Background: an optimization exercise with open tools, aiming at small area, a short achievable clock period and few clock cycles per item. Do not read the settings as production practice.
Only simulation tests tie the RTL to the original design; equivalence was not proved.
Power and IR drop assume default switching activity.

`flow/design.v`:
```
module sigbox (
    input  wire        clk,
    input  wire        rst,
    input  wire        acc_valid,
    output wire        acc_ready,
    input  wire [39:0] acc_addr,
    input  wire [15:0] acc_len,
    input  wire [1:0]  acc_kind,     
    input  wire [3:0]  acc_init,
    input  wire [1:0]  acc_pl,
    input  wire [31:0] acc_wdata,
    output reg         resp_valid,
    output reg         resp_allowed,
    output reg         resp_err,
    output wire [7:0]  resp_slot,
    output reg  [15:0] resp_part_len,
    output reg         resp_split,
    output reg  [31:0] resp_rdata,
    output reg  [3:0]  resp_evt
);
    localparam NSLOT = 39;           
    localparam LOGN  = 8;            
    function automatic is_reserved(input integer s);
        is_reserved = (s == 15) || (s == 31) || (s >= 39);
    endfunction
    function automatic [39:0] slot_base(input integer s);
        if (s <= 14)       slot_base = 40'h00_0000_0000 + 40'h1_0000 * s;
        else if (s == 16)  slot_base = 40'h00_000F_0000;
        else if (s == 17)  slot_base = 40'h01_0000_0000;
        else if (s == 18)  slot_base = 40'h01_0004_0000;
        else if (s == 19)  slot_base = 40'h01_0008_0000;
        else if (s == 20)  slot_base = 40'h01_0010_0000;
        else if (s == 21)  slot_base = 40'h01_0100_0000;
        else if (s == 22)  slot_base = 40'h01_0200_0000;
        else if (s == 23)  slot_base = 40'h01_0400_0000;
        else if (s == 24)  slot_base = 40'h01_0500_0000;
        else if (s == 25)  slot_base = 40'h01_0510_0000;
        else if (s == 26)  slot_base = 40'h02_0000_0000;
        else if (s == 27)  slot_base = 40'h10_0000_0000;
        else if (s == 28)  slot_base = 40'h04_0000_0000;
        else if (s == 29)  slot_base = 40'h04_0001_0000;
        else if (s == 30)  slot_base = 40'h04_0002_0000;
        else if (s >= 32 && s <= 38)
                           slot_base = 40'h03_0000_0000 + 40'h1_0000 * (s - 32);
        else               slot_base = 40'h0;
    endfunction
    function automatic [31:0] slot_size(input integer s);
        if (s <= 14 || s == 16) slot_size = 32'h0001_0000;
        else if (s == 17)  slot_size = 32'h0004_0000;
        else if (s == 18)  slot_size = 32'h0000_4000;
        else if (s == 19)  slot_size = 32'h0000_4000;
        else if (s == 20)  slot_size = 32'h0008_0000;
        else if (s == 21)  slot_size = 32'h0080_0000;
        else if (s == 22)  slot_size = 32'h0040_0000;
        else if (s == 23)  slot_size = 32'h0100_0000;
        else if (s == 24)  slot_size = 32'h0010_0000;
        else if (s == 25)  slot_size = 32'h0004_0000;
        else if (s == 26)  slot_size = 32'h1000_0000;
        else if (s == 27)  slot_size = 32'h1000_0000;
        else if (s == 28)  slot_size = 32'h0000_1000;
        else if (s == 29)  slot_size = 32'h0001_0000;
        else if (s == 30)  slot_size = 32'h0000_1000;
        else if (s >= 32 && s <= 38) slot_size = 32'h0001_0000;
        else               slot_size = 32'h0;
    endfunction
    localparam [2:0] NONE = 3'b000, R = 3'b001, RW = 3'b011, RX = 3'b101;
    function automatic [11:0] slot_ceil(input integer s);
        if (s <= 14)       slot_ceil = {RW,   NONE, RW,   RW};
        else if (s == 16)  slot_ceil = {RW,   NONE, RW,   NONE};
        else if (s == 17)  slot_ceil = {NONE, NONE, NONE, RX};
        else if (s == 18)  slot_ceil = {NONE, NONE, R,    RW};
        else if (s == 19)  slot_ceil = {NONE, NONE, NONE, R};
        else if (s == 20)  slot_ceil = {NONE, NONE, NONE, RW};
        else if (s == 21)  slot_ceil = {NONE, NONE, RX,   RW};
        else if (s == 22)  slot_ceil = {NONE, NONE, RW,   RW};
        else if (s == 23)  slot_ceil = {NONE, NONE, RW,   NONE};
        else if (s == 24)  slot_ceil = {NONE, NONE, R,    NONE};
        else if (s == 25)  slot_ceil = {NONE, NONE, RW,   RW};
        else if (s == 26)  slot_ceil = {NONE, NONE, RW,   RW};
        else if (s == 27)  slot_ceil = {NONE, NONE, RW,   NONE};
        else if (s == 28)  slot_ceil = {NONE, NONE, RW,   RW};
        else if (s == 29)  slot_ceil = {NONE, NONE, R,    RW};
        else if (s == 30)  slot_ceil = {NONE, NONE, RW,   NONE};
        else if (s >= 32 && s <= 38) slot_ceil = {NONE, RW, RW, NONE};
        else               slot_ceil = 12'h000;
    endfunction
    function automatic slot_hit(input [39:0] a, input integer s);
        slot_hit = !is_reserved(s) &&
                   ((a ^ slot_base(s)) & ~({8'h0, slot_size(s)} - 40'd1)) == 40'h0;
    endfunction
    function automatic [5:0] slot_of(input [39:0] a);
        integer s;
        begin
            slot_of = 6'h3F;
            for (s = 0; s < NSLOT; s = s + 1)
                if (slot_hit(a, s)) slot_of = s[5:0];
        end
    endfunction
    wire [11:0] rule [0:63];         
    reg  [63:0] lock_q;
    reg  [5:0]  sel_q;
    reg  [31:0] gen_q;
    reg  [2:0]  err_q;               
    reg  [31:0] seq_q;               
    reg         full_q;              
    reg         nz_q;                
    reg  [11:3] sr_q;                
    reg         sl_q;                
    reg  [11:0] sc_q;                
    reg         srv_q;               
    reg [39:0] lg_addr   [0:LOGN-1];
    reg [15:0] lg_len    [0:LOGN-1];
    reg        lg_split  [0:LOGN-1];
    reg [3:0]  lg_init   [0:LOGN-1];
    reg [1:0]  lg_pl     [0:LOGN-1];
    reg [1:0]  lg_kind   [0:LOGN-1];
    reg [15:0] lg_repeat [0:LOGN-1];
    reg [31:0] lg_gen    [0:LOGN-1];
    reg        ne_q;                 
    reg        acc_q;                
    assign acc_ready = 1'b1;
    reg        i_valid;
    reg [39:0] i_addr;
    reg [15:0] i_len;
    reg [1:0]  i_kind;
    reg [3:0]  i_init;
    reg [1:0]  i_pl;
    reg [31:0] i_wdata;
    always @(posedge clk) begin
        if (rst)
            i_valid <= 1'b0;
        else
            i_valid <= acc_valid;
        i_addr  <= acc_addr;
        i_len   <= acc_len;
        i_kind  <= acc_kind;
        i_init  <= acc_init;
        i_pl    <= acc_pl;
        i_wdata <= acc_wdata;
    end
    wire [23:0] in_blk = i_addr[39:16];
    wire [15:0] in_off = i_addr[15:0];
    reg         in_near;
    integer     s;
    always @(*) begin
        in_near = (in_blk == 24'hFF_FFFF);
        for (s = 0; s < NSLOT; s = s + 1)
            if (!is_reserved(s)) begin
                if (slot_size(s) >= 32'h1_0000 &&
                    {16'h0, in_blk} == (slot_base(s) + {8'h0, slot_size(s)}) / 40'h1_0000 - 40'd1)
                    in_near = 1'b1;
                if (slot_base(s) != 40'h0 && {16'h0, in_blk} == slot_base(s) / 40'h1_0000 - 40'd1)
                    in_near = 1'b1;
            end
    end
    wire        in_16k  = slot_hit(i_addr, 18) || slot_hit(i_addr, 19);
    wire        in_4k   = slot_hit(i_addr, 28) || slot_hit(i_addr, 30);
    wire [16:0] in_reach = {1'b0, in_off} + {1'b0, i_len};
    wire        in_split = in_16k ? (in_reach > 17'h0_4000) :
                           in_4k  ? (in_reach > 17'h0_1000) :
                           in_near && (in_reach > 17'h1_0000);
    wire [5:0]  in_slot  = slot_of(i_addr);
    wire [11:0] in_rule  = rule[in_slot];
    reg         in_allow, in_fwd_bit;
    always @(*) begin
        case (i_kind)
            2'd0:    in_allow = in_rule[3*i_pl + 0];
            2'd1:    in_allow = in_rule[3*i_pl + 1];
            2'd2:    in_allow = in_rule[3*i_pl + 2];
            default: in_allow = 1'b0;
        endcase
        case (i_kind)
            2'd0:    in_fwd_bit = a_wdata[3*i_pl + 0];
            2'd1:    in_fwd_bit = a_wdata[3*i_pl + 1];
            2'd2:    in_fwd_bit = a_wdata[3*i_pl + 2];
            default: in_fwd_bit = 1'b0;
        endcase
        if (i_pl == 2'd0)
            in_fwd_bit = in_allow;       
    end
    wire in_eq0 = i_addr == lg_addr[0] && i_init == lg_init[0] && i_kind == lg_kind[0];
    wire in_eqp = i_addr == a_addr     && i_init == a_init     && i_kind == a_kind;
    wire [2:0] in_ent  = i_addr[7:5];
    wire [2:0] in_pos  = seq_q[2:0] - 3'd1 - in_ent;
    wire       in_val0 = full_q || (in_ent < seq_q[2:0]);
    wire       in_val1 = full_q || (seq_q[2:0] == 3'd7) || (in_ent <= seq_q[2:0]);
    reg        a_v;
    reg [39:0] a_addr;
    reg [15:0] a_len;
    reg [1:0]  a_kind;
    reg [3:0]  a_init;
    reg [1:0]  a_pl;
    reg [31:0] a_wdata;
    reg [5:0]  a_slot;
    reg        a_split;
    reg [1:0]  a_end;                
    reg        a_allow, a_fwd_sel, a_fwd_bit;
    reg        a_eq0, a_eqp;
    reg [2:0]  a_pos;
    reg [7:0]  a_poh;
    reg        a_val0, a_val1;
    always @(posedge clk) begin
        if (rst)
            a_v <= 1'b0;
        else
            a_v <= i_valid;
        a_addr    <= i_addr;
        a_len     <= i_len;
        a_kind    <= i_kind;
        a_init    <= i_init;
        a_pl      <= i_pl;
        a_wdata   <= i_wdata;
        a_slot    <= in_slot;
        a_split   <= in_split;
        a_end     <= {in_16k, in_4k};
        a_allow   <= in_allow;
        a_fwd_sel <= (in_slot == sel_q);
        a_fwd_bit <= in_fwd_bit;
        a_eq0     <= in_eq0;
        a_eqp     <= in_eqp;
        a_pos     <= in_pos;
        a_poh     <= 8'b1 << in_pos;
        a_val0    <= in_val0;
        a_val1    <= in_val1;
    end
    wire allowed = (acc_q && a_fwd_sel) ? a_fwd_bit : a_allow;
    wire [15:0] end_off  = a_end[1] ? 16'h4000 : a_end[0] ? 16'h1000 : 16'h0000;
    wire [15:0] part_len = a_split ? end_off - a_addr[15:0] : a_len;
    wire posted_write = (a_kind == 2'd1) && (a_init != 4'd4);
    wire host_read    = (a_kind == 2'd0) && (a_init == 4'd5);
    wire err          = !allowed && !posted_write && !host_read;
    wire        reg_hit  = a_v && allowed && (a_slot == 6'd12);
    wire        reg_rd   = reg_hit && (a_kind == 2'd0);
    wire        reg_wr   = reg_hit && (a_kind == 2'd1);
    wire        main_off = (a_addr[15:6] == 10'h0);
    wire        log_off  = (a_addr[15:8] == 8'h10);
    wire        sel_rsv  = srv_q;
    wire [11:0] sel_ceil = sc_q;
    wire [11:0] sel_rule = {sr_q, sel_ceil[2:0]};
    wire        sel_lock = sl_q;
    wire [11:0] new_rule = a_wdata[11:0];
    reg  [2:0]  rule_err;
    always @(*) begin
        if (sel_lock)
            rule_err = 3'h1;
        else if ((new_rule & ~sel_ceil) != 12'h000 || new_rule[2:0] != sel_ceil[2:0])
            rule_err = 3'h2;
        else if (a_pl == 2'd3 &&
                 (new_rule[8:3] != sel_rule[8:3] || (new_rule[11:9] & ~sel_rule[11:9]) != 3'b000))
            rule_err = 3'h3;
        else if (sel_rsv)
            rule_err = 3'h4;
        else
            rule_err = 3'h0;
    end
    wire rule_wr     = reg_wr && main_off && (a_addr[5:2] == 4'd1);
    wire rule_accept = rule_wr && (rule_err == 3'h0);
    wire rule_refuse = rule_wr && (rule_err != 3'h0);
    wire sel_wr      = reg_wr && main_off && (a_addr[5:2] == 4'd0);
    wire lock0_wr    = reg_wr && main_off && (a_addr[5:2] == 4'd8);
    wire lock1_wr    = reg_wr && main_off && (a_addr[5:2] == 4'd9);
    wire new_lock    = (lock0_wr && (a_wdata & ~lock_q[31:0])  != 32'h0) ||
                       (lock1_wr && (a_wdata & ~lock_q[63:32]) != 32'h0);
    wire st_rd       = reg_rd && main_off && (a_addr[5:2] == 4'd13);
    genvar gs, gb;
    generate
        for (gs = 0; gs < 64; gs = gs + 1) begin : g_rule
            for (gb = 0; gb < 12; gb = gb + 1) begin : g_bit
                localparam [11:0] CEIL = slot_ceil(gs);
                if (gb >= 3 && CEIL[gb]) begin : g_ff
                    reg q;
                    always @(posedge clk)
                        if (rst)
                            q <= 1'b1;
                        else if (rule_accept && sel_q == gs)
                            q <= new_rule[gb];
                    assign rule[gs][gb] = q;
                end else begin : g_const
                    assign rule[gs][gb] = CEIL[gb];
                end
            end
        end
    endgenerate
    wire       violation  = a_v && !allowed;
    wire       repeat_hit = nz_q && (ne_q ? a_eqp : a_eq0) && (lg_split[0] == a_split);
    wire       new_entry  = violation && !repeat_hit;
    wire       rep_inc    = violation && repeat_hit && (lg_repeat[0] != 16'hFFFF);
    integer k;
    always @(posedge clk) begin
        if (new_entry) begin
            lg_addr[0]  <= a_addr;
            lg_len[0]   <= part_len;
            lg_split[0] <= a_split;
            lg_init[0]  <= a_init;
            lg_pl[0]    <= a_pl;
            lg_kind[0]  <= a_kind;
            lg_gen[0]   <= gen_q;
            for (k = 1; k < LOGN; k = k + 1) begin
                lg_addr[k]   <= lg_addr[k-1];
                lg_len[k]    <= lg_len[k-1];
                lg_split[k]  <= lg_split[k-1];
                lg_init[k]   <= lg_init[k-1];
                lg_pl[k]     <= lg_pl[k-1];
                lg_kind[k]   <= lg_kind[k-1];
                lg_repeat[k] <= lg_repeat[k-1];
                lg_gen[k]    <= lg_gen[k-1];
            end
        end
        if (new_entry)
            lg_repeat[0] <= 16'h0;
        else if (rep_inc)
            lg_repeat[0] <= lg_repeat[0] + 16'd1;
    end
    localparam [11:0] CEIL0 = slot_ceil(0);
    wire [11:0] new_sel_rule = rule[a_wdata[5:0]];
    always @(posedge clk) begin
        if (rst) begin
            lock_q <= 64'h0;
            sel_q  <= 6'h0;
            gen_q  <= 32'h0;
            err_q  <= 3'h0;
            seq_q  <= 32'h0;
            full_q <= 1'b0;
            nz_q   <= 1'b0;
            ne_q   <= 1'b0;
            acc_q  <= 1'b0;
            sr_q   <= CEIL0[11:3];
            sl_q   <= 1'b0;
            sc_q   <= CEIL0;
            srv_q  <= 1'b0;
        end else begin
            if (sel_wr) begin
                sel_q <= a_wdata[5:0];
                sr_q  <= new_sel_rule[11:3];
                sl_q  <= lock_q[a_wdata[5:0]];
                sc_q  <= slot_ceil(a_wdata[5:0]);
                srv_q <= is_reserved(a_wdata[5:0]);
            end else if (rule_accept)
                sr_q  <= new_rule[11:3];
            if ((lock0_wr && !sel_q[5]) || (lock1_wr && sel_q[5]))
                sl_q  <= sl_q | a_wdata[sel_q[4:0]];
            if (rule_accept)
                gen_q <= gen_q + 32'd1;
            if (rule_refuse)
                err_q <= rule_err;
            else if (st_rd)
                err_q <= 3'h0;
            if (lock0_wr)
                lock_q[31:0]  <= lock_q[31:0]  | a_wdata;
            if (lock1_wr)
                lock_q[63:32] <= lock_q[63:32] | a_wdata;
            if (new_entry) begin
                seq_q <= seq_q + 32'd1;
                nz_q  <= ~&seq_q;
                if (seq_q[2:0] == 3'd7)
                    full_q <= 1'b1;
            end
            ne_q  <= new_entry;
            acc_q <= rule_accept;
        end
    end
    wire [2:0]  rd_pos  = a_pos + {2'b00, ne_q};
    wire        rd_val  = ne_q ? a_val1 : a_val0;
    wire [7:0]  rd_oh   = ne_q ? {a_poh[6:0], a_poh[7]} : a_poh;
    reg  [39:0] r_addr;
    reg  [15:0] r_len, r_rep;
    reg  [31:0] r_gen;
    reg  [1:0]  r_kind, r_pl;
    reg  [3:0]  r_init;
    reg         r_split;
    integer     m;
    always @(*) begin
        r_addr = 40'h0; r_len = 16'h0; r_rep = 16'h0; r_gen = 32'h0;
        r_kind = 2'h0; r_pl = 2'h0; r_init = 4'h0; r_split = 1'b0;
        for (m = 0; m < LOGN; m = m + 1) begin
            r_addr  = r_addr  | ({40{rd_oh[m]}} & lg_addr[m]);
            r_len   = r_len   | ({16{rd_oh[m]}} & lg_len[m]);
            r_rep   = r_rep   | ({16{rd_oh[m]}} & lg_repeat[m]);
            r_gen   = r_gen   | ({32{rd_oh[m]}} & lg_gen[m]);
            r_kind  = r_kind  | ({2{rd_oh[m]}}  & lg_kind[m]);
            r_pl    = r_pl    | ({2{rd_oh[m]}}  & lg_pl[m]);
            r_init  = r_init  | ({4{rd_oh[m]}}  & lg_init[m]);
            r_split = r_split | (rd_oh[m] & lg_split[m]);
        end
    end
    wire        r_post  = (r_kind == 2'd1) && (r_init != 4'd4);
    wire [5:0]  r_slot  = slot_of(r_addr);
    wire [31:0] r_seq   = seq_q - {29'h0, rd_pos};
    reg [31:0] log_word;
    always @(*) begin
        case (a_addr[4:2])
            3'd2: log_word = r_addr[31:0];
            3'd3: log_word = {24'h0, r_addr[39:32]};
            3'd4: log_word = r_seq;
            3'd5: log_word = {4'h0, r_init, {2{&r_slot}}, r_slot, r_len};
            3'd6: log_word = {r_rep, 3'b000, {1'b0, r_split, r_post, r_kind}, 6'h00, r_pl};
            3'd7: log_word = r_gen;
            default: log_word = 32'h0;    
        endcase
    end
    wire [39:0] sel_base = slot_base(sel_q);
    wire [31:0] sel_size = slot_size(sel_q);
    reg  [31:0] main_word;
    always @(*) begin
        case (a_addr[5:2])
            4'd0:  main_word = {26'h0, sel_q};
            4'd1:  main_word = sel_rsv ? 32'h0 : {sel_lock, 19'h0, sel_rule};
            4'd2:  main_word = {20'h0, sel_ceil};
            4'd4:  main_word = sel_base[31:0];
            4'd5:  main_word = {24'h0, sel_base[39:32]};
            4'd6:  main_word = sel_size;
            4'd8:  main_word = lock_q[31:0];
            4'd9:  main_word = lock_q[63:32];
            4'd10: main_word = gen_q;
            4'd12: main_word = gen_q;
            4'd13: main_word = {29'h0, err_q};
            4'd14: main_word = seq_q;
            default: main_word = 32'h0;
        endcase
    end
    reg [6:0] slot_q;
    assign resp_slot = {slot_q[6], slot_q};
    always @(posedge clk) begin
        if (rst)
            resp_valid <= 1'b0;
        else
            resp_valid <= a_v;
        resp_allowed  <= allowed;
        resp_err      <= err;
        slot_q        <= {&a_slot, a_slot};
        resp_part_len <= part_len;
        resp_split    <= a_split;
        resp_evt      <= {new_lock, rule_refuse, rule_accept, new_entry};
        resp_rdata    <= (reg_rd && main_off) ? main_word :
                         (reg_rd && log_off && rd_val) ? log_word : 32'h0;
    end
endmodule
```
`flow/flow/run.sh`:
```
#!/bin/bash
# Layout: the standard flow (standard.sh, with its synthesis unchanged),
# with timing repair aimed below the 13 ns clock period at the worst paths
# only, smaller repair margins for slew and load, a denser core, plain
# buffers on the ports, and a clock tree of fewer, larger clusters. The ORFS
# logs of each step are under orfs/logs; make's own output goes to
# standard.log.
set -euo pipefail
bash standard.sh \
  SETUP_SLACK_MARGIN=9.3 \
  TNS_END_PERCENT=0 \
  CAP_MARGIN=10 \
  SLEW_MARGIN=10 \
  CORE_UTILIZATION=65 \
  "BUFFER_PORTS_ARGS=-buffer_cell sky130_fd_sc_hd__buf_2" \
  "CTS_ARGS=-sink_clustering_enable -repair_clock_nets -dont_use_dummy_load -buf_list sky130_fd_sc_hd__clkbuf_16 -sink_clustering_size 25 -sink_clustering_max_diameter 80" \
  finish > standard.log 2>&1
```
`flow/standard.sh`:
```
#!/bin/bash
# synth_recipe.tcl (not shown) runs the flow's synth.tcl, then flattens the netlist and writes it again
# the make line also repeats each setting of config.mk as NAME=value (left out here)
make -C /OpenROAD-flow-scripts/flow DESIGN_CONFIG=/design/flow/config.mk WORK_HOME=/design/flow/orfs CLKGATE_MAP_FILE= SYNTH_SCRIPT=/design/flow/synth_recipe.tcl "${@:-finish}"
```
`flow/config.mk`:
```
export PLATFORM = sky130hd
export DESIGN_NAME = sigbox
export DESIGN_NICKNAME = sigbox
export VERILOG_FILES = /design/flow/design.v
export SDC_FILE = /design/flow/constraint.sdc
export NUM_CORES = 4
export LEC_CHECK = 0
export CAP_MARGIN = 20
export CORE_MARGIN = 2
export CORE_UTILIZATION = 40
export SLEW_MARGIN = 20
```
`flow/constraint.sdc`:
```
create_clock -name core_clock -period 13.0 [get_ports {clk}]
set_input_delay 2.6000 -clock core_clock [delete_from_list [all_inputs] [get_ports {clk}]]
set_output_delay 2.6000 -clock core_clock [all_outputs]
set_load 0.01 [all_outputs]
```
==> results of run 1 <==
[final cells by class]
cell class | instances | area share, %
Clock buffer | 70 | 2.69
Antenna cell | 4 | 0.0153
Multi-Input combinational cell | 3070 | 33.0
Tap cell | 1254 | 2.41
Inverter | 92 | 0.553
Sequential cell | 1459 | 58.5
Timing Repair Buffer | 269 | 2.83
[sequential cells by signal (all words and copies together) (netlist names), 9 cells and up]
signal	count
gen_q	32
lg_init	32
i_wdata	32
a_addr	40
i_addr	40
a_len	16
lg_len	128
lg_addr	320
g_rule.g_bit.g_ff.q	111
lg_repeat	128
lock_q	64
resp_part_len	16
sr_q	9
seq_q	32
i_len	16
lg_kind	16
a_wdata	32
lg_gen	256
lg_pl	16
resp_rdata	32
[path summary, 6_finish.rpt]
kind	startpoint	to	slack (ns)
max	a_addr[4]	resp_rdata[16]	9.10
min	i_wdata[19]	a_wdata[19]	0.32
max reg2reg	a_addr[4]	resp_rdata[16]	9.10
min reg2reg	i_wdata[19]	a_wdata[19]	0.32
[kinds of logic (layout without fill, tap and decap cells)]
kind of cell | after synthesis | count (layout) | share of synthesized area, %
AOI/OAI and AO/OA | 1273 | 1273 | 15.1
xor gates and xnor gates | 212 | 212 | 3.05
adders and majority gates | 46 | 46 | 0.962
buffers and inverters | 431 | 431 | 2.90
DFF | 1459 | 1459 | 62.6
muxes | 187 | 193 | 4.06
other | 1 | 5 | 0.00616
and+or+nand+nor | 1345 | 1345 | 11.4
[timing repair]
action,CTS,global route
hold buffers,0,0
setup buffers,6,12
pin swaps,1,9
endpoints found under the setup margin,761,526
gates cloned,1,7
resized for setup,68,64
[per-layer routing]
| metal | vias to the layer above | GRT usage [%] | part of all wire (%) |
|---|---|---|---|
| li1 | 19158 | - | - |
| met1 | 22145 | 56.9 | 37 |
| met2 | 3539 | 60.5 | 44 |
| met3 | 605 | 8.15 | 12 |
| met4 | 4 | 20.1 | 6.3 |
| met5 | - | 0 | 0.014 |
[power groups by stage]
| stage | Sequential [mW] | Clock [mW] | Combinational (mW) |
|---|---|---|---|
| after detailed placement | 5.13 | 0 | 0.786 |
| after global routing | 5.03 | 2.52 | 0.896 |
| after CTS | 5.02 | 2.38 | 0.805 |
| final | 5.03 | 2.37 | 0.868 |
| after floorplan | 5.10 | 0 | 0.500 |
| after global placement | 5.13 | 0 | 0.779 |
[layout by cell type, fill, tap and decap left out, drive strengths merged, types with 58 or more instances in the layout]
master / Yosys / final
nand3: 111 / 111
a221oi: 92 / 92
a22oi: 345 / 345
a21oi: 222 / 222
a222oi: 58 / 58
edfxtp: 888 / 888
clkbuf: 248 / 72
a22o: 108 / 108
nor3: 102 / 102
and3: 62 / 62
xor2: 157 / 157
nand2: 354 / 354
o21ai: 120 / 120
buf: 91 / 267
o22ai: 73 / 73
mux2i: 96 / 96
dfxtp: 571 / 571
o211ai: 64 / 64
nor2: 315 / 315
nor4: 89 / 89
inv: 88 / 87
nand4: 97 / 97
[per-stage QoR]
stage | total power [mW] | worst slack (ns) | util [%] | area [um^2]
2_1_floorplan | 5.60 | 8.85 | - | 60900
4_1_cts | 8.21 | 9.10 | 69.5 | 64700
3_3_place_gp | 5.91 | 7.81 | 67.2 | 62600
3_5_place_dp | 5.92 | 7.81 | 67.2 | 62600
6_report | 8.27 | 9.10 | 70.1 | 65200
5_1_grt | 8.45 | 9.13 | 70.1 | 65200
==> impl_metrics.env, run 1 <==
export IMPL_synth_largest_area_cell="edfxtp_1"
export IMPL_drive_above_1_share_pct=11.2
export IMPL_crit_chain="buf_4, buf_4, nor2b_2, nand2b_1, a21oi_2, buf_4, nand2_1, a31oi_1, a311o_1"
export IMPL_final_setup_tns_ns=0
export IMPL_synth_area_leaders="edfxtp_1, dfxtp_1, a22oi_1, xor2_1, nand2_1"
export IMPL_ys_seq_area_share_pct=62.6
export IMPL_start_kind="register"
export IMPL_rsz0062_at_grt="true"
export IMPL_netSwitchingFraction_pct=25.1
export IMPL_clock_sinks=1459
export IMPL_cp_depth=9
export IMPL_skew_ns=0.0584
export IMPL_die_x_um=310
export IMPL_syn_inst=4954
export IMPL_numCtsBuffers=70
export IMPL_cp_slowest_cell="a31oi_1"
export IMPL_grt_pass1_wl_mm=284
export IMPL_routed_wl_mm=201
export IMPL_dr_first_iter_drc_count=8345
export IMPL_comb_power_share_pct=10.5
export IMPL_clockBufferDepth=3
export IMPL_worstHoldPathType="register to register"
export IMPL_powerDensity_nw_per_um2=127
export IMPL_p_int_mw=6.19
export IMPL_period_needed_ns=3.90
export IMPL_portBuffers=162
export IMPL_wl_per_cell_um=32.4
export IMPL_firstDrtPassIters=13
export IMPL_vias=45451
export IMPL_detail_route_antenna_nets=0
export IMPL_cts_root_buf="clkbuf_16"
export IMPL_p_seq_share_pct=60.8
export IMPL_ys_seq_elements=1459
export IMPL_synth_avg_cell_area_um2=12.3
export IMPL_yosysWarnings=9
export IMPL_htree_levels=3
export IMPL_path_buf_inv=3
export IMPL_status="complete, no violations"
export IMPL_max_cap_violations=0
export IMPL_final_nets=5102
export IMPL_fmax_mhz=257
export IMPL_multi_input_area_um2=21500
export IMPL_power_leakage_nw=22.1
export IMPL_tritoncts="done"
export IMPL_path_delay_family="buffers and inverters"
export IMPL_antenna_found_initial=10
export IMPL_synth_nets=5094
export IMPL_core_um2=93000
export IMPL_worstSetupEndpointType="register"
export IMPL_place_congestion=1.05
export IMPL_yosys_most_used_dff="edfxtp_1"
export IMPL_arrival_ns=4.52
export IMPL_yosysUniqueCellTypes=107
export IMPL_syn_to_final_growth_pct=7.14
export IMPL_synth_most_common_cell="edfxtp_1"
export IMPL_dp_hpwl_mm=137
export IMPL_critical_path_required_ns=13.62
export IMPL_row_count=112
export IMPL_io_pins=164
export IMPL_synth_common_cells="edfxtp_1, dfxtp_1, nand2_1"
export IMPL_fin_cells=6218
export IMPL_ir_drop_v=0.000150
export IMPL_fin_hold_ws_ns=0.320
export IMPL_netlist_area_um2=60900
export IMPL_grt_pass1_vias=41592
export IMPL_yosys_area_top_type_share_pct=43.8
export IMPL_die_area_um2=96100
export IMPL_rr_worst_depth=9
export IMPL_slew_headroom_pct=8.08
export IMPL_vias_per_cell=7.31
export IMPL_clk_pin_slew_ns=0.10
export IMPL_period_share_pct=30.0
export IMPL_setup_viol=0
export IMPL_crit_type="register to register"
export IMPL_ff_latch_area_um2=38100
export IMPL_die_y_um=310
export IMPL_clk_latency_ns=0.69
export IMPL_whs_path_depth=0
export IMPL_dp_cells=6118
export IMPL_synth_edf_count=888
export IMPL_finalHoldViolCount=0
export IMPL_overflow=0
export IMPL_crit_fanout=36
export IMPL_fill_cells=6659
export IMPL_start_util_pct=65.4
export IMPL_p_clk_share_pct=28.7
export IMPL_grt_start_max_net_pins=195
export IMPL_p_switching_mw=2.08
export IMPL_drc=0
export IMPL_synthArstFlopShare_pct=0
export IMPL_crit_path_max_incr_delay_ns=0.59
export IMPL_track_usage_pct=40.5
export IMPL_crit_top_cell="buf_4"
export IMPL_worstMarginPinSlew_ns=1.37
export IMPL_drv_slew=0
Testbench counts, summed over its fixed seeds: cycles 32,024, items 32,000.
==> run 2, diff against run 1 <==
--- a/flow/flow/run.sh
+++ b/flow/flow/run.sh
@@ -13,3 +13,3 @@
   SLEW_MARGIN=10 \
-  CORE_UTILIZATION=65 \
+  CORE_UTILIZATION=58 \
   "BUFFER_PORTS_ARGS=-buffer_cell sky130_fd_sc_hd__buf_2" \
==> impl_metrics.env, run 2 <==
export IMPL_status="complete, no violations"
export IMPL_synthArstFlopShare_pct=0
export IMPL_die_y_um=328
export IMPL_largest_reg_flops=320
export IMPL_synth_edf_count=888
export IMPL_arrival_ns=4.57
export IMPL_firstDrtPassIters=9
export IMPL_dr_first_iter_drc_count=7215
export IMPL_synth_area_leaders="edfxtp_1, dfxtp_1, a22oi_1, xor2_1, nand2_1"
export IMPL_track_usage_pct=38.1
export IMPL_syn_inst=4954
export IMPL_rsz0062_at_grt="true"
export IMPL_die_x_um=328
export IMPL_grt_start_max_net_pins=209
export IMPL_slew_headroom_pct=16.4
export IMPL_ys_seq_elements=1459
export IMPL_setup_viol=0
export IMPL_cts_root_buf="clkbuf_16"
export IMPL_clk_pin_slew_ns=0.09
export IMPL_final_common_cell="edfxtp_1"
export IMPL_grt_pass1_wl_mm=297
export IMPL_tritoncts="done"
export IMPL_crit_end="resp_rdata[16]"
export IMPL_crit_fanout=38
export IMPL_worstSetupEndpointType="register"
export IMPL_io_pins=164
export IMPL_antenna_found_initial=20
export IMPL_synth_nets=5094
export IMPL_vias=44778
export IMPL_most_common_layout_cells="edfxtp_1, dfxtp_1, nand2_1, a22oi_1, nor2_1"
export IMPL_dp_hpwl_mm=146
export IMPL_clk_latency_ns=0.69
export IMPL_regMostFlops="lg_addr"
export IMPL_synth_most_common_cell="edfxtp_1"
export IMPL_max_cap_violations=0
export IMPL_period_share_pct=30.4
export IMPL_worstHoldPathType="register to register"
export IMPL_overflow=0
export IMPL_p_total_mw=8.28
export IMPL_detail_route_antenna_nets=0
export IMPL_largest_registers="lg_addr x320, lg_gen x256"
export IMPL_critPathLaunch="a_addr[4]"
export IMPL_netlist_area_um2=60900
export IMPL_powerDensity_nw_per_um2=127
export IMPL_ys_seq_area_share_pct=62.6
export IMPL_finalHoldViolCount=0
export IMPL_start_util_pct=58.6
export IMPL_fmax_mhz=253
export IMPL_r2r_end="resp_rdata[16]"
export IMPL_skew_ns=0.0881
export IMPL_drive_above_1_share_pct=11.0
export IMPL_final_setup_tns_ns=0
export IMPL_synth_avg_cell_area_um2=12.3
export IMPL_crit_type="register to register"
export IMPL_cts_hold_buf=0
export IMPL_critical_path_required_ns=13.62
export IMPL_core_um2=104000
export IMPL_htree_levels=3
export IMPL_final_nets=5101
export IMPL_place_congestion=0.986
export IMPL_grt_pass1_vias=41609
export IMPL_reg2reg_slack_ns=9.05
export IMPL_vias_per_cell=7.05
export IMPL_r2r_start="a_addr[4]"
export IMPL_synth_largest_area_cell="edfxtp_1"
export IMPL_ir_drop_v=0.000145
export IMPL_period_needed_ns=3.95
export IMPL_drc=0
export IMPL_clockBufferDepth=3
export IMPL_worstMarginPinSlew_ns=1.25
export IMPL_rr_worst_depth=8
export IMPL_drv_slew=0
export IMPL_synth_common_cells="edfxtp_1, dfxtp_1, nand2_1"
export IMPL_syn_to_final_growth_pct=7.32
export IMPL_routed_wl_mm=209
export IMPL_wl_per_cell_um=33.0
export IMPL_yosys_most_used_dff="edfxtp_1"
export IMPL_row_count=118
export IMPL_die_area_um2=108000
export IMPL_power_leakage_nw=22.1
export IMPL_clock_sinks=1459
export IMPL_numCtsBuffers=71
export IMPL_yosys_area_top_type_share_pct=43.8
export IMPL_yosysUniqueCellTypes=107
export IMPL_start_kind="register"
export IMPL_yosysWarnings=9
export IMPL_portBuffers=162
==> run 2: cell types whose count changed in the layout (fill, tap and decap cells not counted), sizes merged <==
cell	before	now
clkinvlp	2	0
mux2	56	53
diode	4	8
clkinv	3	5
bufbuf	0	1
buf	267	268
==> run 2: timing repair <==
| item | 4_1_cts | 5_1_grt |
|---|---|---|
| gates resized for setup | 99 | 18 |
| setup buffers | 12 | 4 |
| endpoints found under the setup margin | 590 | 540 |
| pin swaps | 3 | 3 |
| gates cloned | 4 | 1 |
==> run 2: how the worst min path moves through the flow <==
stage / from / endpoint / slack, ns / cells after the start
after global placement: i_wdata[17] / a_wdata[17] / 0.31 / 0
after global routing: i_wdata[16] / a_wdata[16] / 0.31 / 0
after detailed placement: i_wdata[3] / a_wdata[3] / 0.31 / 0
after floorplan: i_wdata[0] / a_wdata[0] / 0.31 / 0
after CTS: i_wdata[16] / a_wdata[16] / 0.29 / 0
final: i_wdata[16] / a_wdata[16] / 0.29 / 0
==> run 2: kinds of logic (layout without fill, tap and decap cells) <==
kind of cell	after synthesis	count (layout)	synth area share, %
other	1	9	0.00616
XOR/XNOR	212	212	3.05
AO/OA/AOI/OAI	1273	1273	15.1
flip-flops	1459	1459	62.6
multiplexers	187	190	4.06
buffers and inverters	431	433	2.90
AND/OR/NAND/NOR	1345	1345	11.4
adder cells (fa/ha/maj)	46	46	0.962
==> run 2: report_power, final <==
group	switching, mW	internal [mW]	total [mW]
registers	0.0867	4.95	5.04
logic	0.581	0.267	0.848
clock network	1.41	0.982	2.39
total	2.08	6.20	8.28
==> run 2: critical path: stages (launching register included) <==
cell and delay [ns]:
dfxtp_2 0.74, buf_6 0.46, nor2b_1 0.61, nand2b_1 0.42
a21oi_2 0.43, buf_4 0.38, nand2_1 0.09, a31oi_1 0.55
a311o_1 0.20
==> run 2: area by class of cell <==
type	count	area, um^2
inverter	92	347
multi-input combinational	3067	21400
antenna	8	20.0
clock buffer	71	1780
fill	8104	38500
sequential	1459	38200
timing repair buffer	270	1910
tap	1380	1730
==> run 2: per-stage QoR <==
| step | utilization [%] | instance area (um^2) | instances | hold slack [ns] | setup WS, ns |
|---|---|---|---|---|---|
| after global placement | 60.5 | 62800 | 6247 | 0.310 | 8.02 |
| after floorplan | - | 60900 | 4954 | 0.310 | 8.85 |
| after CTS | 62.8 | 65200 | 6334 | 0.290 | 9.13 |
| after detailed placement | 60.5 | 62800 | 6247 | 0.312 | 7.94 |
| after global routing | 62.9 | 65300 | 6339 | 0.306 | 9.00 |
| final | 62.9 | 65300 | 6347 | 0.288 | 9.05 |
==> run 2: metal layers <==
metal	track usage (%)	vias up	wire length, um
met2	56.3	3108	91500
met1	52.9	21959	80400
met5	0	-	36
met4	18.8	8	12000
met3	9.38	554	25400
li1	-	19149	-
==> run 3, diff against run 2 <==
--- a/flow/design.v
+++ b/flow/design.v
@@ -200,2 +200,5 @@
     reg [7:0]  a_poh;
+    wire [7:0] in_lw = 8'h1 << i_addr[4:2];
+    reg [15:0] a_mw;                 
+    reg [7:2]  a_lw;                 
     reg        a_val0, a_val1;
@@ -222,2 +225,4 @@
         a_poh     <= 8'b1 << in_pos;
+        a_mw      <= (i_addr[15:6] == 10'h0) ? (16'h1 << i_addr[5:2]) : 16'h0;
+        a_lw      <= (i_addr[15:8] == 8'h10) ? in_lw[7:2] : 6'h0;
         a_val0    <= in_val0;
@@ -388,34 +393,23 @@
     wire [31:0] r_seq   = seq_q - {29'h0, rd_pos};
-    reg [31:0] log_word;
-    always @(*) begin
-        case (a_addr[4:2])
-            3'd2: log_word = r_addr[31:0];
-            3'd3: log_word = {24'h0, r_addr[39:32]};
-            3'd4: log_word = r_seq;
-            3'd5: log_word = {4'h0, r_init, {2{&r_slot}}, r_slot, r_len};
-            3'd6: log_word = {r_rep, 3'b000, {1'b0, r_split, r_post, r_kind}, 6'h00, r_pl};
-            3'd7: log_word = r_gen;
-            default: log_word = 32'h0;    
-        endcase
-    end
+    wire [31:0] log_word =
+        ({32{a_lw[2]}} & r_addr[31:0]) |
+        ({32{a_lw[3]}} & {24'h0, r_addr[39:32]}) |
+        ({32{a_lw[4]}} & r_seq) |
+        ({32{a_lw[5]}} & {4'h0, r_init, {2{&r_slot}}, r_slot, r_len}) |
+        ({32{a_lw[6]}} & {r_rep, 3'b000, {1'b0, r_split, r_post, r_kind}, 6'h00, r_pl}) |
+        ({32{a_lw[7]}} & r_gen);
     wire [39:0] sel_base = slot_base(sel_q);
     wire [31:0] sel_size = slot_size(sel_q);
-    reg  [31:0] main_word;
-    always @(*) begin
-        case (a_addr[5:2])
-            4'd0:  main_word = {26'h0, sel_q};
-            4'd1:  main_word = sel_rsv ? 32'h0 : {sel_lock, 19'h0, sel_rule};
-            4'd2:  main_word = {20'h0, sel_ceil};
-            4'd4:  main_word = sel_base[31:0];
-            4'd5:  main_word = {24'h0, sel_base[39:32]};
-            4'd6:  main_word = sel_size;
-            4'd8:  main_word = lock_q[31:0];
-            4'd9:  main_word = lock_q[63:32];
-            4'd10: main_word = gen_q;
-            4'd12: main_word = gen_q;
-            4'd13: main_word = {29'h0, err_q};
-            4'd14: main_word = seq_q;
-            default: main_word = 32'h0;
-        endcase
-    end
+    wire [31:0] main_word =
+        ({32{a_mw[0]}}  & {26'h0, sel_q}) |
+        ({32{a_mw[1] & !sel_rsv}} & {sel_lock, 19'h0, sel_rule}) |
+        ({32{a_mw[2]}}  & {20'h0, sel_ceil}) |
+        ({32{a_mw[4]}}  & sel_base[31:0]) |
+        ({32{a_mw[5]}}  & {24'h0, sel_base[39:32]}) |
+        ({32{a_mw[6]}}  & sel_size) |
+        ({32{a_mw[8]}}  & lock_q[31:0]) |
+        ({32{a_mw[9]}}  & lock_q[63:32]) |
+        ({32{a_mw[10] | a_mw[12]}} & gen_q) |
+        ({32{a_mw[13]}} & {29'h0, err_q}) |
+        ({32{a_mw[14]}} & seq_q);
     reg [6:0] slot_q;
@@ -433,4 +427,3 @@
         resp_evt      <= {new_lock, rule_refuse, rule_accept, new_entry};
-        resp_rdata    <= (reg_rd && main_off) ? main_word :
-                         (reg_rd && log_off && rd_val) ? log_word : 32'h0;
+        resp_rdata    <= {32{reg_rd}} & (main_word | ({32{rd_val}} & log_word));
     end
--- a/flow/flow/run.sh
+++ b/flow/flow/run.sh
@@ -13,3 +13,3 @@
   SLEW_MARGIN=10 \
-  CORE_UTILIZATION=58 \
+  CORE_UTILIZATION=65 \
   "BUFFER_PORTS_ARGS=-buffer_cell sky130_fd_sc_hd__buf_2" \
==> impl_metrics.env, run 3 <==
export IMPL_overflow=0
export IMPL_core_um2=91700
export IMPL_worstMarginPinSlew_ns=1.20
export IMPL_skew_ns=0.0777
export IMPL_track_usage_pct=39.8
export IMPL_dr_first_iter_drc_count=8426
export IMPL_synth_avg_cell_area_um2=12.3
export IMPL_clk_pin_slew_ns=0.10
export IMPL_fmax_mhz=256
export IMPL_crit_type="register to register"
export IMPL_vias_per_cell=7.25
export IMPL_finalHoldViolCount=0
export IMPL_slew_headroom_pct=19.1
export IMPL_synth_nets=5012
export IMPL_p_total_mw=8.23
export IMPL_synth_largest_area_cell="edfxtp_1"
export IMPL_yosysWarnings=9
export IMPL_clockBufferDepth=3
export IMPL_row_count=111
export IMPL_fin_cells=6125
export IMPL_die_x_um=308
export IMPL_syn_to_final_growth_pct=7.88
export IMPL_powerDensity_nw_per_um2=127
export IMPL_ys_seq_elements=1477
export IMPL_detail_route_antenna_nets=0
export IMPL_drv_slew=0
export IMPL_tritoncts="done"
export IMPL_power_leakage_nw=22.1
export IMPL_critical_path_required_ns=13.56
export IMPL_final_common_cell="edfxtp_1"
export IMPL_fin_hold_ws_ns=0.331
export IMPL_synth_most_common_cell="edfxtp_1"
export IMPL_synth_common_cells="edfxtp_1, dfxtp_1, a22oi_1"
export IMPL_dp_hpwl_mm=133
export IMPL_grt_pass1_wl_mm=277
export IMPL_pre_cts_slack_ns=7.43
export IMPL_crit_chain="buf_6, mux2_4, buf_16, buf_16, a22oi_1, nand4b_1, buf_4, buf_4, a2bb2oi_1, a31oi_1, a2111oi_0, nor2_1"
export IMPL_synthSimpleGateAreaFrac_pct=10.9
export IMPL_start_kind="register"
export IMPL_yosys_most_used_dff="edfxtp_1"
export IMPL_status="complete, no violations"
export IMPL_firstDrtPassIters=13
export IMPL_worstHoldPathType="register to register"
export IMPL_clk_latency_ns=0.70
export IMPL_ys_seq_area_share_pct=64.0
export IMPL_vias=44426
export IMPL_most_common_layout_cells="edfxtp_1, dfxtp_1, a22oi_1, nand2_1, nor2_1"
export IMPL_yosysUniqueCellTypes=91
export IMPL_grt_pass1_vias=40751
export IMPL_yosys_area_top_type_share_pct=44.4
export IMPL_p_switching_mw=2.00
export IMPL_p_clk_share_pct=29.0
export IMPL_routed_wl_mm=194
export IMPL_synth_compound_area_share_pct=14.7
export IMPL_synthArstFlopShare_pct=0
export IMPL_largest_reg_flops=320
export IMPL_largest_registers="lg_addr x320, lg_gen x256"
export IMPL_max_cap_violations=0
export IMPL_period_needed_ns=3.91
export IMPL_netSwitchingFraction_pct=24.3
export IMPL_netlist_area_um2=60100
export IMPL_grt_start_max_net_pins=199
export IMPL_finalInstanceArea_um2=64800
export IMPL_finalWorstSetupSlack_ns=9.09
export IMPL_period_share_pct=30.0
export IMPL_crit_fanout=25
export IMPL_drc=0
export IMPL_setup_viol=0
export IMPL_utilization_pct=70.7
export IMPL_synth_top_family_by_area="compound AO/OA/AOI/OAI gates"
export IMPL_synth_xor_area_share_pct=3.16
export IMPL_rsz0062_at_grt="true"
export IMPL_synth_edf_count=888
export IMPL_crit_path_max_incr_delay_ns=0.57
export IMPL_ir_drop_v=0.000134
export IMPL_syn_inst=4872
export IMPL_portBuffers=162
export IMPL_die_y_um=308
export IMPL_drive_above_1_share_pct=11.3
export IMPL_wl_per_cell_um=31.6
export IMPL_place_congestion=1.02
export IMPL_p_seq_share_pct=61.6
export IMPL_reg2reg_slack_ns=9.09
export IMPL_cp_slowest_cell="a2bb2oi_1"
export IMPL_numCtsBuffers=71
export IMPL_comb_power_share_pct=9.4
export IMPL_p_int_mw=6.23
export IMPL_dp_cells=5988
export IMPL_start_util_pct=65.5
export IMPL_regMostFlops="lg_addr"
export IMPL_die_area_um2=94800
export IMPL_worstSetupEndpointType="register"
export IMPL_fill_cells=6579
export IMPL_final_setup_tns_ns=0
export IMPL_antenna_found_initial=9
export IMPL_arrival_ns=4.47
export IMPL_synth_area_leaders="edfxtp_1, dfxtp_1, a22oi_1, nand2_1, xor2_1"
export IMPL_dpl_cell_area_um2=61900
export IMPL_synth_mux_area_fraction_pct=3.71
export IMPL_io_pins=164
export IMPL_cts_root_buf="clkbuf_16"
export IMPL_synthAdderAreaFrac_pct=0.908
export IMPL_clock_sinks=1477
export IMPL_htree_levels=3
export IMPL_final_nets=5079
run 3: timing repair:
item	CTS	global route
gates cloned	4	7
hold buffers	0	0
resized for setup	60	86
pin swaps	6	20
buffers inserted	16	37
endpoints found under the setup margin	979	704
run 3: routing by layer:
metal	GRT usage, %	wire length (um)	up-vias
li1	-	-	18837
met1	55.6	71900	21585
met2	59.8	85400	3382
met3	8.17	24000	612
met4	19.4	12300	10
met5	0	75	-
run 3: worst paths after layout:
| check | from | to | cells after the start |
|---|---|---|---|
| worst max-delay path | ne_q | resp_rdata[24] | 12 |
| worst min-delay path | i_wdata[0] | a_wdata[0] | 0 |
| worst max register to register | ne_q | resp_rdata[24] | 12 |
| worst min register to register | i_wdata[0] | a_wdata[0] | 0 |
run 3: critical path: cells and delay by family (launching register included):
family / cells / cell delay [ns]
DFF: 1 / 0.43
buffers and inverters: 5 / 0.95
AOI/OAI and AO/OA: 4 / 1.62
muxes: 1 / 0.37
and+or+nand+nor: 2 / 0.35
run 3: final cells by class:
cell class	instances	area [um^2]	share of cell area, %
Sequential cell	1477	38500	59.4
Multi-Input combinational cell	2994	20500	31.6
Timing Repair Buffer	306	2220	3.43
Clock buffer	71	1780	2.74
Tap cell	1186	1480	2.29
Inverter	89	339	0.523
Antenna cell	2	5.00	0.00773
run 3: power by group through the flow:
stage	combinational, mW	clock [mW]	sequential [mW]
2_1_floorplan	0.433	0	5.15
3_3_place_gp	0.667	0	5.18
3_5_place_dp	0.675	0	5.18
4_1_cts	0.707	2.39	5.07
5_1_grt	0.803	2.54	5.08
6_report	0.772	2.39	5.07
run 3: logic make-up (layout without fill, tap and decap cells):
| family | after synthesis | count (layout) |
|---|---|---|
| AOI/OAI and AO/OA | 1217 | 1217 |
| xor gates and xnor gates | 217 | 217 |
| adders and majority gates | 42 | 42 |
| buffers and inverters | 408 | 466 |
| DFF | 1477 | 1477 |
| muxes | 168 | 175 |
| other | 1 | 3 |
| and+or+nand+nor | 1342 | 1342 |
Testbench counts of run 3, summed over its fixed seeds: cycles 32,024, items 32,000.

[static timing again, ports no longer ideal]
Ports are ideal in the flow. The routed layouts listed here were re-timed in OpenROAD.
Step 1 sets driving cells, clkbuf_16 on the clock port and buf_2 on the other inputs (assumed; they add their load-dependent delay and slew).
Step 2 adds t to the input delays and takes it off the output delays; t is the mean of the earliest and latest rising clock arrival at the registers after step 1. Input paths then give back, and output paths get back, about the clock's delay inside the block.
a / b / c = no drivers / after step 1 / after step 2; a / b = the first two.
| run | shift t [ns] | setup WS [ns] | worst hold slack (ns) |
|---|---|---|---|
| run 1 | 0.743 | 9.103 / 9.064 / 8.523 | 0.320 / 0.320 / 0.320 |
| run 2 | 0.724 | 9.051 / 9.051 / 8.412 | 0.288 / 0.288 / 0.288 |
| run 3 | 0.739 | 9.095 / 9.030 / 8.621 | 0.331 / 0.331 / 0.331 |
After both steps setup and hold are still met in every run listed. The setup slack of run 2, which loses most, moves by 0.000 ns with the drivers and by -0.639 ns with both steps.
